Context: an optimization exercise on an open-source flow, tuned for a short achievable clock period and few clock cycles. The choices shown serve that exercise and are no tape-out recipe.
No functional check of the RTL was part of this run.

==> flow/design.v <==
module weevil_core (
    input  wire        clk,
    input  wire        rst,
    input  wire [1:0]  core_id,
    output reg         mem_req,
    output reg         mem_we,
    output reg  [31:0] mem_addr,
    output reg  [3:0]  mem_be,
    output reg  [31:0] mem_wdata,
    input  wire        mem_ready,
    input  wire [31:0] mem_rdata,
    output wire        halted,
    output wire        fault
);
    localparam [2:0] S_FETCH = 3'd0, S_EXEC = 3'd1, S_MEM = 3'd2, S_AMOW = 3'd3,
                     S_DIV = 3'd4, S_HALT = 3'd5, S_FAULT = 3'd6;
    localparam [7:0] C_ILLEGAL = 8'd1, C_MISALIGNED = 8'd2, C_TRAP = 8'd7, C_BREAK = 8'd8;
    reg [2:0]  state;
    reg [31:0] pc;
    reg [31:0] ir;
    reg [31:0] rf [1:15];
    reg        st_ie, st_mode, st_exl, st_pie, st_pmode;
    reg        fl_v, fl_c, fl_z, fl_n;
    reg [31:0] cr_epc, cr_ecause, cr_eaddr, cr_vbase, cr_irq_mask, cr_scratch;
    wire [31:0] status = {fl_n, fl_z, fl_c, fl_v, 23'd0, st_pmode, st_pie, st_exl, st_mode, st_ie};
    assign halted = (state == S_HALT);
    assign fault  = (state == S_FAULT);
    wire [1:0] fmt = ir[31:30];
    wire [5:0] r_fn    = ir[29:24];
    wire [3:0] r_rd    = ir[23:20];
    wire [3:0] r_ra    = ir[19:16];
    wire [3:0] r_rb    = ir[15:12];
    wire       r_s     = ir[11];
    wire [4:0] r_shamt = ir[10:6];
    wire [3:0]  i_fn  = ir[29:26];
    wire [3:0]  i_rd  = ir[25:22];
    wire [3:0]  i_ra  = ir[21:18];
    wire        i_s   = ir[17];
    wire [15:0] i_imm = ir[15:0];
    wire [2:0]  m_op    = ir[29:27];
    wire [1:0]  m_mode  = ir[26:25];
    wire [3:0]  m_rt    = ir[24:21];
    wire [3:0]  m_rb    = ir[20:17];
    wire [3:0]  m_rx    = ir[16:13];
    wire [1:0]  m_scale = ir[12:11];
    wire [11:0] m_disp  = ir[11:0];
    wire [3:0] b_fn  = ir[29:26];
    wire [3:0] b_f1  = ir[25:22];    
    wire [3:0] b_f2  = ir[21:18];    
    wire [3:0] b_f3  = ir[17:14];    
    wire [1:0] b_aop = ir[13:12];
    reg [3:0] ra_idx, rb_idx, rc_idx;
    always @(*) begin
        ra_idx = 4'd0; rb_idx = 4'd0; rc_idx = 4'd0;
        case (fmt)
            2'b00: begin ra_idx = r_ra; rb_idx = r_rb; end
            2'b01: begin ra_idx = i_ra; end
            2'b10: begin ra_idx = m_rb; rb_idx = m_rx; rc_idx = m_rt; end
            default: begin ra_idx = b_f2; rb_idx = b_f3; rc_idx = b_f1; end
        endcase
    end
    wire [31:0] va = (ra_idx == 4'd0) ? 32'd0 : rf[ra_idx];
    wire [31:0] vb = (rb_idx == 4'd0) ? 32'd0 : rf[rb_idx];
    wire [31:0] vc = (rc_idx == 4'd0) ? 32'd0 : rf[rc_idx];
    wire [31:0] imm_sx = {{16{i_imm[15]}}, i_imm};
    wire [31:0] imm_zx = {16'd0, i_imm};
    reg  [31:0] add_a, add_b;
    reg         add_cin;
    wire [32:0] add_sum = {1'b0, add_a} + {1'b0, add_b} + {32'd0, add_cin};
    wire        add_v   = (add_a[31] == add_b[31]) && (add_sum[31] != add_a[31]);
    wire [4:0]  sh_amt = r_fn[2] ? r_shamt : vb[4:0];
    wire [32:0] sll_w  = {1'b0, va} << sh_amt;
    wire [32:0] srl_w  = {va, 1'b0} >> sh_amt;
    wire [32:0] sra_w  = $signed({va, 1'b0}) >>> sh_amt;
    wire [31:0] ror_r  = (va >> sh_amt) | (va << (6'd32 - {1'b0, sh_amt}));
    wire        mul_sa = (r_fn == 6'h12) & va[31];
    wire        mul_sb = (r_fn == 6'h12) & vb[31];
    wire signed [65:0] mul_p = $signed({mul_sa, va}) * $signed({mul_sb, vb});
    reg [5:0] clz;
    integer k;
    always @(*) begin
        clz = 6'd32;
        for (k = 0; k < 32; k = k + 1)
            if (va[k]) clz = 6'd31 - k[5:0];
    end
    reg cond_ok;
    always @(*) begin
        case (b_f1)
            4'd0:  cond_ok = 1'b1;
            4'd1:  cond_ok = fl_z;
            4'd2:  cond_ok = !fl_z;
            4'd3:  cond_ok = fl_n;
            4'd4:  cond_ok = !fl_n;
            4'd5:  cond_ok = fl_v;
            4'd6:  cond_ok = !fl_v;
            4'd7:  cond_ok = fl_c;
            4'd8:  cond_ok = !fl_c;
            4'd9:  cond_ok = fl_c && !fl_z;
            4'd10: cond_ok = !fl_c || fl_z;
            4'd11: cond_ok = (fl_n == fl_v);
            4'd12: cond_ok = (fl_n != fl_v);
            4'd13: cond_ok = !fl_z && (fl_n == fl_v);
            4'd14: cond_ok = fl_z || (fl_n != fl_v);
            default: cond_ok = 1'b0;
        endcase
    end
    reg [31:0] m_size;
    always @(*) begin
        case (m_op)
            3'd0, 3'd1, 3'd5: m_size = 32'd1;
            3'd2, 3'd3, 3'd6: m_size = 32'd2;
            default:          m_size = 32'd4;
        endcase
    end
    reg [31:0] m_addr;
    always @(*) begin
        case (m_mode)
            2'b00: m_addr = va + {{20{m_disp[11]}}, m_disp};
            2'b01: m_addr = va;
            2'b10: m_addr = va - m_size;
            default: m_addr = va + (vb << m_scale);
        endcase
    end
    wire [31:0] m_base_new = (m_mode == 2'b01) ? va + m_size : va - m_size;
    reg        cr_known;
    reg [31:0] cr_rval;
    always @(*) begin
        cr_known = 1'b1;
        cr_rval  = 32'd0;
        if (i_imm[15:4] != 12'd0) cr_known = 1'b0;
        else case (i_imm[3:0])
            4'd0: cr_rval = status;
            4'd1: cr_rval = cr_epc;
            4'd2: cr_rval = cr_ecause;
            4'd3: cr_rval = cr_eaddr;
            4'd4: cr_rval = cr_vbase;
            4'd5: cr_rval = {30'd0, core_id};
            4'd6: cr_rval = 32'd0;
            4'd7: cr_rval = cr_irq_mask;
            4'd8: cr_rval = cr_scratch;
            default: cr_known = 1'b0;
        endcase
    end
    wire cr_task_ok = (i_imm == 16'd0) || (i_imm == 16'd5);
    reg        ex_illegal;      
    reg        ex_misal;        
    reg [31:0] ex_misal_addr;
    reg        ex_trap, ex_brk;
    reg        wr_en;
    reg [3:0]  wr_idx;
    reg [31:0] wr_val;
    reg        fl_set_nz, fl_set_c, fl_set_v;
    reg        n_n, n_z, n_c, n_v;
    reg [31:0] next_pc;
    reg        is_mem, is_load, is_amo, is_div, is_wait, is_rfe, is_crw;
    reg [31:0] res;
    always @(*) begin
        ex_illegal = 1'b0; ex_misal = 1'b0; ex_misal_addr = 32'd0;
        ex_trap = 1'b0; ex_brk = 1'b0;
        wr_en = 1'b0; wr_idx = 4'd0; wr_val = 32'd0;
        fl_set_nz = 1'b0; fl_set_c = 1'b0; fl_set_v = 1'b0;
        n_n = fl_n; n_z = fl_z; n_c = fl_c; n_v = fl_v;
        next_pc = pc + 32'd4;
        is_mem = 1'b0; is_load = 1'b0; is_amo = 1'b0; is_div = 1'b0;
        is_wait = 1'b0; is_rfe = 1'b0; is_crw = 1'b0;
        add_a = va; add_b = vb; add_cin = 1'b0;
        res = 32'd0;
        case (fmt)
        2'b00: begin
            wr_idx = r_rd;
            wr_en  = 1'b1;
            fl_set_nz = r_s;
            if (ir[5:0] != 6'd0) ex_illegal = 1'b1;
            if (r_shamt != 5'd0 && !(r_fn >= 6'h0C && r_fn <= 6'h0F)) ex_illegal = 1'b1;
            case (r_fn)
                6'h00, 6'h01, 6'h02, 6'h03, 6'h17: begin
                    add_b   = (r_fn == 6'h01 || r_fn == 6'h03 || r_fn == 6'h17) ? ~vb : vb;
                    add_cin = (r_fn == 6'h01 || r_fn == 6'h17) ? 1'b1 :
                              (r_fn == 6'h00) ? 1'b0 : fl_c;
                    res = add_sum[31:0];
                    fl_set_c = r_s; fl_set_v = r_s;
                    n_c = add_sum[32]; n_v = add_v;
                    if (r_fn == 6'h17) begin
                        wr_en = 1'b0;
                        fl_set_nz = 1'b1; fl_set_c = 1'b1; fl_set_v = 1'b1;
                        if (r_rd != 4'd0) ex_illegal = 1'b1;
                    end
                end
                6'h04: res = va & vb;
                6'h05: res = va | vb;
                6'h06: res = va ^ vb;
                6'h07: res = va & ~vb;
                6'h08, 6'h0C: begin res = sll_w[31:0]; n_c = sll_w[32]; end
                6'h09, 6'h0D: begin res = srl_w[32:1]; n_c = srl_w[0]; end
                6'h0A, 6'h0E: begin res = sra_w[32:1]; n_c = sra_w[0]; end
                6'h0B, 6'h0F: begin res = ror_r; n_c = ror_r[31]; end
                6'h10: res = mul_p[31:0];
                6'h11, 6'h12: res = mul_p[63:32];
                6'h13, 6'h14, 6'h15, 6'h16: begin is_div = 1'b1; wr_en = 1'b0; end
                6'h18: begin
                    res = va & vb; wr_en = 1'b0; fl_set_nz = 1'b1;
                    if (r_rd != 4'd0) ex_illegal = 1'b1;
                end
                6'h19: res = ($signed(va) < $signed(vb)) ? va : vb;
                6'h1A: res = ($signed(va) > $signed(vb)) ? va : vb;
                6'h1B: res = (va < vb) ? va : vb;
                6'h1C: res = (va > vb) ? va : vb;
                6'h1D: res = {26'd0, clz};
                6'h1E: res = {va[7:0], va[15:8], va[23:16], va[31:24]};
                6'h1F: res = {{24{va[7]}}, va[7:0]};
                6'h20: res = {{16{va[15]}}, va[15:0]};
                default: ex_illegal = 1'b1;
            endcase
            if (r_fn >= 6'h08 && r_fn <= 6'h0F) fl_set_c = r_s && (sh_amt != 5'd0);
            if (r_fn >= 6'h0C && r_fn <= 6'h0F && r_rb != 4'd0) ex_illegal = 1'b1;
            if (r_fn >= 6'h1D && r_fn <= 6'h20 && r_rb != 4'd0) ex_illegal = 1'b1;
            wr_val = res;
            n_n = res[31]; n_z = (res == 32'd0);
        end
        2'b01: begin
            wr_idx = i_rd;
            wr_en  = 1'b1;
            fl_set_nz = i_s;
            if (ir[16]) ex_illegal = 1'b1;
            case (i_fn)
                4'd0, 4'd4: begin
                    add_b = (i_fn == 4'd4) ? ~imm_sx : imm_sx;
                    add_cin = (i_fn == 4'd4);
                    res = add_sum[31:0];
                    fl_set_c = i_s; fl_set_v = i_s;
                    n_c = add_sum[32]; n_v = add_v;
                    if (i_fn == 4'd4) begin
                        wr_en = 1'b0;
                        fl_set_nz = 1'b1; fl_set_c = 1'b1; fl_set_v = 1'b1;
                        if (i_rd != 4'd0) ex_illegal = 1'b1;
                    end
                end
                4'd1: res = va & imm_zx;
                4'd2: res = va | imm_zx;
                4'd3: res = va ^ imm_zx;
                4'd5: begin
                    res = va & imm_zx; wr_en = 1'b0; fl_set_nz = 1'b1;
                    if (i_rd != 4'd0) ex_illegal = 1'b1;
                end
                4'd6: begin
                    res = {i_imm, 16'd0};
                    if (i_ra != 4'd0 || i_s) ex_illegal = 1'b1;
                end
                4'd7: begin
                    res = pc + {imm_sx[29:0], 2'b00};
                    if (i_ra != 4'd0 || i_s) ex_illegal = 1'b1;
                end
                default: ex_illegal = 1'b1;
            endcase
            wr_val = res;
            n_n = res[31]; n_z = (res == 32'd0);
        end
        2'b10: begin
            is_mem  = 1'b1;
            is_load = (m_op <= 3'd4);
            case (m_mode)
                2'b00: if (ir[16:12] != 5'd0) ex_illegal = 1'b1;
                2'b01, 2'b10: if (ir[16:0] != 17'd0 || m_rb == 4'd0 ||
                                  (is_load && m_rt == m_rb)) ex_illegal = 1'b1;
                default: if (ir[10:0] != 11'd0) ex_illegal = 1'b1;
            endcase
            if ((m_size == 32'd2 && m_addr[0]) || (m_size == 32'd4 && m_addr[1:0] != 2'b00)) begin
                ex_misal = 1'b1; ex_misal_addr = m_addr;
            end
        end
        default: begin
            case (b_fn)
                4'd0: begin
                    if (b_f1 == 4'd15) ex_illegal = 1'b1;
                    else if (cond_ok) next_pc = pc + {{8{ir[21]}}, ir[21:0], 2'b00};
                end
                4'd1: begin
                    wr_en = 1'b1; wr_idx = 4'd14; wr_val = pc + 32'd4;
                    next_pc = pc + {{4{ir[25]}}, ir[25:0], 2'b00};
                end
                4'd2: begin
                    if (ir[17:0] != 18'd0) ex_illegal = 1'b1;
                    else if (va[1:0] != 2'b00) begin
                        ex_misal = 1'b1; ex_misal_addr = va;
                    end
                    wr_en = 1'b1; wr_idx = b_f1; wr_val = pc + 32'd4;
                    next_pc = va;
                end
                4'd3: begin
                    is_amo = 1'b1;
                    if (ir[11:0] != 12'd0) ex_illegal = 1'b1;
                    else if (va[1:0] != 2'b00) begin
                        ex_misal = 1'b1; ex_misal_addr = va;
                    end
                end
                4'd15: begin
                    if (ir[17:16] != 2'b00) ex_illegal = 1'b1;
                    case (b_f1)
                        4'd0: begin
                            if (b_f2 != 4'd0 || i_imm[15:8] != 8'd0) ex_illegal = 1'b1;
                            ex_trap = 1'b1;
                        end
                        4'd1: begin
                            if (b_f2 != 4'd0 || i_imm != 16'd0 || st_mode) ex_illegal = 1'b1;
                            is_rfe = 1'b1;
                            next_pc = cr_epc;
                        end
                        4'd2: begin
                            if (b_f2 != 4'd0 || i_imm != 16'd0) ex_illegal = 1'b1;
                            is_wait = 1'b1;
                        end
                        4'd3: begin
                            if (b_f2 != 4'd0 || i_imm != 16'd0) ex_illegal = 1'b1;
                        end
                        4'd4: begin
                            if (!cr_known || (st_mode && !cr_task_ok)) ex_illegal = 1'b1;
                            wr_en = 1'b1; wr_idx = b_f2; wr_val = cr_rval;
                        end
                        4'd5: begin
                            if (!cr_known || (st_mode && !cr_task_ok)) ex_illegal = 1'b1;
                            is_crw = 1'b1;
                        end
                        4'd6: begin
                            if (b_f2 != 4'd0 || i_imm != 16'd0) ex_illegal = 1'b1;
                            ex_brk = 1'b1;
                        end
                        default: ex_illegal = 1'b1;
                    endcase
                end
                default: ex_illegal = 1'b1;
            endcase
        end
        endcase
    end
    wire        ex_any = ex_illegal | ex_misal | ex_trap | ex_brk;
    reg  [7:0]  ex_cause;
    reg  [7:0]  ex_info;
    reg  [31:0] ex_epc, ex_eaddr;
    always @(*) begin
        ex_info = 8'd0; ex_epc = pc; ex_eaddr = 32'd0;
        if (ex_illegal)    ex_cause = C_ILLEGAL;
        else if (ex_misal) begin ex_cause = C_MISALIGNED; ex_eaddr = ex_misal_addr; end
        else if (ex_trap)  begin ex_cause = C_TRAP; ex_info = i_imm[7:0]; ex_epc = pc + 32'd4; end
        else               ex_cause = C_BREAK;
    end
    reg [31:0] ma_addr;        
    reg [31:0] ma_base;        
    reg [31:0] ma_data;        
    reg [31:0] ma_cmp;         
    reg [31:0] amo_old;
    reg [5:0]  dv_cnt;
    reg [31:0] dv_quo;
    reg [32:0] dv_rem;
    reg [31:0] dv_div;
    reg        dv_negq, dv_negr, dv_zero;
    wire [32:0] dv_shift = {dv_rem[31:0], dv_quo[31]};
    wire [32:0] dv_trial = dv_shift - {1'b0, dv_div};
    wire [31:0] div_q = dv_zero ? 32'hFFFF_FFFF : (dv_negq ? -dv_quo : dv_quo);
    wire [31:0] div_r = dv_negr ? -dv_rem[31:0] : dv_rem[31:0];
    wire [31:0] div_res = (r_fn == 6'h13 || r_fn == 6'h14) ? div_q : div_r;
    wire [1:0]  lo = ma_addr[1:0];
    wire [31:0] ld_w = mem_rdata >> {lo, 3'b000};
    wire [7:0]  ld_b = ld_w[7:0];
    wire [15:0] ld_h = lo[1] ? mem_rdata[31:16] : mem_rdata[15:0];
    reg  [31:0] ld_val;
    always @(*) begin
        case (m_op)
            3'd0: ld_val = {{24{ld_b[7]}}, ld_b};
            3'd1: ld_val = {24'd0, ld_b};
            3'd2: ld_val = {{16{ld_h[15]}}, ld_h};
            3'd3: ld_val = {16'd0, ld_h};
            default: ld_val = mem_rdata;
        endcase
    end
    reg [31:0] amo_new;
    reg        amo_wr;
    always @(*) begin
        amo_wr = 1'b1;
        case (b_aop)
            2'd0: amo_new = ma_data;
            2'd1: amo_new = amo_old + ma_data;
            2'd2: amo_new = amo_old | ma_data;
            default: begin amo_new = ma_data; amo_wr = (amo_old == ma_cmp); end
        endcase
    end
    always @(*) begin
        mem_req = 1'b0; mem_we = 1'b0; mem_addr = pc; mem_be = 4'b1111; mem_wdata = 32'd0;
        case (state)
            S_FETCH: mem_req = 1'b1;
            S_MEM: begin
                mem_req  = 1'b1;
                mem_addr = {ma_addr[31:2], 2'b00};
                if (fmt == 2'b10 && !is_load) begin
                    mem_we = 1'b1;
                    case (m_op)
                        3'd5: begin mem_be = 4'b0001 << ma_addr[1:0]; mem_wdata = {4{ma_data[7:0]}}; end
                        3'd6: begin mem_be = ma_addr[1] ? 4'b1100 : 4'b0011; mem_wdata = {2{ma_data[15:0]}}; end
                        default: mem_wdata = ma_data;
                    endcase
                end
            end
            S_AMOW: begin
                mem_req   = amo_wr;
                mem_we    = 1'b1;
                mem_addr  = ma_addr;
                mem_wdata = amo_new;
            end
            default: ;
        endcase
    end
    integer i;
    always @(posedge clk) begin
        if (rst) begin
            state <= S_FETCH;
            pc <= 32'd0;
            ir <= 32'd0;
            for (i = 1; i < 16; i = i + 1) rf[i] <= 32'd0;
            st_ie <= 1'b0; st_mode <= 1'b0; st_exl <= 1'b0; st_pie <= 1'b0; st_pmode <= 1'b0;
            fl_n <= 1'b0; fl_z <= 1'b0; fl_c <= 1'b0; fl_v <= 1'b0;
            cr_epc <= 32'd0; cr_ecause <= 32'd0; cr_eaddr <= 32'd0; cr_vbase <= 32'd0;
            cr_irq_mask <= 32'd0; cr_scratch <= 32'd0;
            ma_addr <= 32'd0; ma_base <= 32'd0; ma_data <= 32'd0; ma_cmp <= 32'd0;
            amo_old <= 32'd0;
            dv_cnt <= 6'd0; dv_quo <= 32'd0; dv_rem <= 33'd0; dv_div <= 32'd0;
            dv_negq <= 1'b0; dv_negr <= 1'b0; dv_zero <= 1'b0;
        end else begin
            case (state)
            S_FETCH: begin
                if (mem_ready) begin
                    ir <= mem_rdata;
                    state <= S_EXEC;
                end
            end
            S_EXEC: begin
                if (ex_any) begin
                    if (st_exl) begin
                        state <= S_FAULT;
                    end else begin
                        cr_epc    <= ex_epc;
                        cr_ecause <= {16'd0, ex_info, ex_cause};
                        cr_eaddr  <= ex_eaddr;
                        st_pie <= st_ie; st_pmode <= st_mode;
                        st_ie <= 1'b0; st_mode <= 1'b0; st_exl <= 1'b1;
                        pc <= cr_vbase + {20'd0, ex_cause, 4'd0};
                        state <= S_FETCH;
                    end
                end else if (is_mem) begin
                    ma_addr <= m_addr;
                    ma_base <= m_base_new;
                    ma_data <= vc;
                    state <= S_MEM;
                end else if (is_amo) begin
                    ma_addr <= va;
                    ma_data <= vb;
                    ma_cmp  <= vc;
                    state <= S_MEM;
                end else if (is_div) begin
                    dv_negq <= (r_fn == 6'h14) && (va[31] ^ vb[31]);
                    dv_negr <= (r_fn == 6'h16) && va[31];
                    dv_zero <= (vb == 32'd0);
                    dv_quo  <= ((r_fn == 6'h14 || r_fn == 6'h16) && va[31]) ? -va : va;
                    dv_div  <= ((r_fn == 6'h14 || r_fn == 6'h16) && vb[31]) ? -vb : vb;
                    dv_rem  <= 33'd0;
                    dv_cnt  <= 6'd0;
                    state <= S_DIV;
                end else if (is_wait) begin
                    pc <= next_pc;
                    state <= S_HALT;
                end else begin
                    if (wr_en && wr_idx != 4'd0) rf[wr_idx] <= wr_val;
                    if (fl_set_nz) begin fl_n <= n_n; fl_z <= n_z; end
                    if (fl_set_c) fl_c <= n_c;
                    if (fl_set_v) fl_v <= n_v;
                    if (is_rfe) begin
                        st_ie <= st_pie; st_mode <= st_pmode; st_exl <= 1'b0;
                    end
                    if (is_crw) begin
                        case (i_imm[3:0])
                            4'd0: begin
                                {fl_n, fl_z, fl_c, fl_v} <= va[31:28];
                                {st_pmode, st_pie, st_exl, st_mode, st_ie} <= va[4:0];
                            end
                            4'd1: cr_epc <= va;
                            4'd4: cr_vbase <= {va[31:8], 8'd0};
                            4'd7: cr_irq_mask <= va;
                            4'd8: cr_scratch <= va;
                            default: ;
                        endcase
                    end
                    pc <= next_pc;
                    state <= S_FETCH;
                end
            end
            S_MEM: begin
                if (mem_ready) begin
                    if (fmt == 2'b10) begin
                        if (is_load && m_rt != 4'd0) rf[m_rt] <= ld_val;
                        if (m_mode == 2'b01 || m_mode == 2'b10) rf[m_rb] <= ma_base;
                        pc <= pc + 32'd4;
                        state <= S_FETCH;
                    end else begin
                        amo_old <= mem_rdata;
                        state <= S_AMOW;
                    end
                end
            end
            S_AMOW: begin
                if (mem_ready || !amo_wr) begin
                    if (b_f1 != 4'd0) rf[b_f1] <= amo_old;
                    pc <= pc + 32'd4;
                    state <= S_FETCH;
                end
            end
            S_DIV: begin
                if (dv_cnt == 6'd32) begin
                    if (r_rd != 4'd0)
                        rf[r_rd] <= div_res;
                    if (r_s) begin fl_n <= div_res[31]; fl_z <= (div_res == 32'd0); end
                    pc <= pc + 32'd4;
                    state <= S_FETCH;
                end else begin
                    if (!dv_trial[32]) begin
                        dv_rem <= dv_trial;
                        dv_quo <= {dv_quo[30:0], 1'b1};
                    end else begin
                        dv_rem <= dv_shift;
                        dv_quo <= {dv_quo[30:0], 1'b0};
                    end
                    dv_cnt <= dv_cnt + 6'd1;
                end
            end
            default: ;    
            endcase
        end
    end
endmodule
==> flow/run.sh <==
#!/bin/bash
# synth_recipe.tcl (not shown) runs the flow's synth.tcl, then flattens the netlist and writes it again
# the make line also repeats each setting of config.mk as NAME=value (left out here)
make -C /OpenROAD-flow-scripts/flow DESIGN_CONFIG=/design/flow/config.mk WORK_HOME=/design/flow/orfs CLKGATE_MAP_FILE= SYNTH_SCRIPT=/design/flow/synth_recipe.tcl finish
==> flow/config.mk <==
export PLATFORM = sky130hd
export DESIGN_NAME = weevil_core
export DESIGN_NICKNAME = weevil_core
export VERILOG_FILES = /design/flow/design.v
export SDC_FILE = /design/flow/constraint.sdc
export NUM_CORES = 4
export LEC_CHECK = 0
export CAP_MARGIN = 30
export CELL_PAD_IN_SITES_DETAIL_PLACEMENT = 1
export CORE_MARGIN = 2
export CORE_UTILIZATION = 22
export PLACE_DENSITY = 0.35
export SLEW_MARGIN = 30
==> flow/constraint.sdc <==
create_clock -name core_clock -period 20.0 [get_ports {clk}]
set_input_delay 4.0000 -clock core_clock [delete_from_list [all_inputs] [get_ports {clk}]]
set_output_delay 4.0000 -clock core_clock [all_outputs]
set_load 0.01 [all_outputs]
==> results.txt <==
DR WL/cell=just under 40 um; Setup Buffers After CTS=0; Die ar.=between 0.5 and 0.6 mm2; Fmax=about 63 MHz; DP HPWL=approximately 690 mm; post-synthesis sequential area ratio=between 10% and 20%; reg2reg start=ir[31]; GPL Wtd Cong=1.072; worst hold path type=flip-flop to flip-flop; routed wire length=roughly 940 mm; Clock Path Buffers=3; number of flip-flops in the largest register=roughly 480; Finished Cell Area=around 0.14 mm2; worst rel slew slack=between 10% and 20%; FILL cells=between 60000 and 70000; Finished Core Util=24.96%; crit path DAT=16.55 ns; Fin Clk Skew=0.07115 ns; Startpoint Class=flip-flop; crit path max-delay cell type=buf_4; initial antenna violation count=about 130; YS warnings=1; first-pass GRT wire length=about 1300 mm; DR pass1 iterations=9; Worst-Skew Late Latency=approximately 0.89 ns; share of cells above drive strength 1=approximately 8.7%; Placed Area=~0.14 mm2; Sum Neg Setup Slack=0 ns; Crit. End Element=flip-flop; cts hold-fix bufs=0; vias in the first global route=134900; via count=about 140k; drt initial violations=17790; crit path launch=ir[31]; CTS Buf Count=around 120; Total GRT Usage=roughly 31%; EDFF count, synth=between 400 and 500; Slew Viols, Final=0; ys async rst share=0%; largest net degree at the start of global routing=approximately 180; tightest hold margin=0.4536 ns; final hold violations=0; # IOs=roughly 110; die height=between 700 and 800 um; Primary FF master, synth=dfxtp_1; Post-DRT Antenna Nets=0; worst slew pin tran=1.317 ns; detailed-route DRC error count=0; Core Rows=around 280; Tmin final=approximately 16 ns; Biggest register=rf; core area=between 0.5 and 0.6 mm2; CP max stage delay=about 0.77 ns; RSZ-0062 raised after global routing=no; number of distinct library cells after synthesis=around 110; flops & latches, synth=between 900 and 1000; Most common cell on crit path=fa_1; synthesized area per cell=slightly below 8 um2; Die W=~760 um; Buffers on Ports=108; DR vias/cell=5.798; CTS tree=built; total gr overflow=0; area grow syn2layout=13.06%; clk sink count=just under 1000; Reg clk slew, reported paths=roughly 0.07 ns; Root Buffer=clkbuf_16; fin crit share=79.66%; Max-cap violations=0; final setup violation count=0; Syn Inst Count=~16000; status=no timing/DRC/antenna violations; PostCTS Resize Cnt=0; nets=around 18000; Critical Path RT=approximately 21 ns; worst-path maximum fanout=43; Mapped Nets=between 15000 and 20000; htree depth=3; Min-Delay Startpoint=dv_div[2]; Initial Util=between 20 and 25%; synthesized area=0.1274 mm2; WS Path Type=flip-flop to flip-flop
-- cell usage in the layout (no fill, tap or decap), types with 53 or more instances in the layout --
master,instances
o211ai_1,354
mux2i_1,323
edfxtp_1,481
inv_1,1480
fa_1,1133
clkdlybuf4s50_1,107
nand4_1,85
a22oi_1,128
a311oi_1,56
nor4_1,59
diode_2,86
nand3_1,353
a221o_1,53
o21ai_0,707
nor3_1,211
a21o_1,109
a211oi_1,364
a31oi_1,107
mux2_2,101
nand2_1,2862
xnor2_1,332
nand2b_1,62
o22ai_1,199
dfxtp_1,484
and3_1,117
nor2_1,1440
xor2_1,141
clkbuf_16,120
or3_1,68
buf_4,638
o221ai_1,58
a221oi_1,128
o31ai_1,270
ha_1,571
a21oi_1,1088
-- synthesized netlist by cell type, drive strengths merged, types with 128 or more instances --
master	number	area [um2]
a22oi	128	960.9
o21ai	784	3958
inv	1518	5700
buf	390	1869
nand2	2884	10830
o31ai	273	2063
nor2	1495	5643
ha	573	7169
nor3	220	1101
o211ai	354	2658
fa	1133	22680
nand3	354	1772
clkbuf	1016	3814
a211oi	374	2818
xnor2	344	3013
dfxtp	505	10110
mux2i	332	3343
edfxtp	481	14440
xor2	143	1252
a21oi	1107	5552
o22ai	204	1276
a221oi	132	1175
-- layout make-up --
type	instances	area (um2)	share of cell area, %
multi-input combinational	12570	92950	64.53
sequential	986	24590	17.07
tap	7727	9668	6.712
timing repair buffer	783	6555	4.551
inverter	1535	5776	4.010
clock buffer	151	3252	2.258
clock inverter	75	1037	0.7201
antenna	86	215.2	0.1494
-- path summary, 6_finish.rpt --
path,end,slack (ns),cells past startpoint
worst max-delay path,rf[8][17],4.07,44
worst max register to register,rf[8][17],4.07,44
worst min-delay path,dv_div[2],0.45,2
worst min register to register,dv_div[2],0.45,2
-- logic make-up after synthesis --
kind of cell	Yosys count	share of synthesized area, %
buffers and inverters	2943	8.999
xor gates and xnor gates	487	3.348
muxes	462	4.003
DFF	986	19.27
and+or+nand+nor	5607	18.56
AOI/OAI and AO/OA	4307	22.38
adders and majority gates	1706	23.43
-- worst max-delay path, delay by kind of cell, from the launching register on --
family,cells,cell delay [ns]
adders and majority gates,9,4.39
AOI/OAI and AO/OA,12,4.09
buffers and inverters,14,4.03
and+or+nand+nor,7,1.70
muxes,1,0.59
DFF,1,0.40
xor gates and xnor gates,1,0.24
-- per-layer routing --
metal  global-route usage, %  share of wire (%)
met5                       0              0.038
met2                   44.95                 41
met4                   20.33                7.8
met1                   40.26                 41
met3                   9.215                 10
-- per-stage QoR --
step | cells | worst slack (ns)
after detailed placement | 23590 | 4.555
after floorplan | 16500 | 7.368
final | 23910 | 4.067
after CTS | 23820 | 4.567
after global placement | 23580 | 4.349
after global routing | 23830 | 4.010

==> re-timing with driven ports <==
In the flow no input, the clock included, has a driving cell. The finished layout below was timed again as built, in two steps. Step 1 assumes that a clkbuf_16 drives the clock port and a buf_2 every other input. Step 2 adds t to the input delays and takes it off the output delays; t is the mean of the earliest and latest rising clock arrival at the registers after step 1. Input paths then give back, and output paths get back, about the clock's delay inside the block. a / b / c = ideal ports / drivers / drivers and shift; a / b = the first two.
t (ns): 0.985
setup slack, ns: 4.067 / 4.067 / 4.067
hold WS [ns]: 0.454 / 0.454 / 0.454
latest minus earliest clock arrival (ns): 0.071 / 0.071
worst register clock-pin slew, ns: 0.08 / 0.08
After both steps setup and hold are still met in this run. For this run, drivers alone change the setup slack by 0.000 ns; drivers and shift together by 0.000 ns.
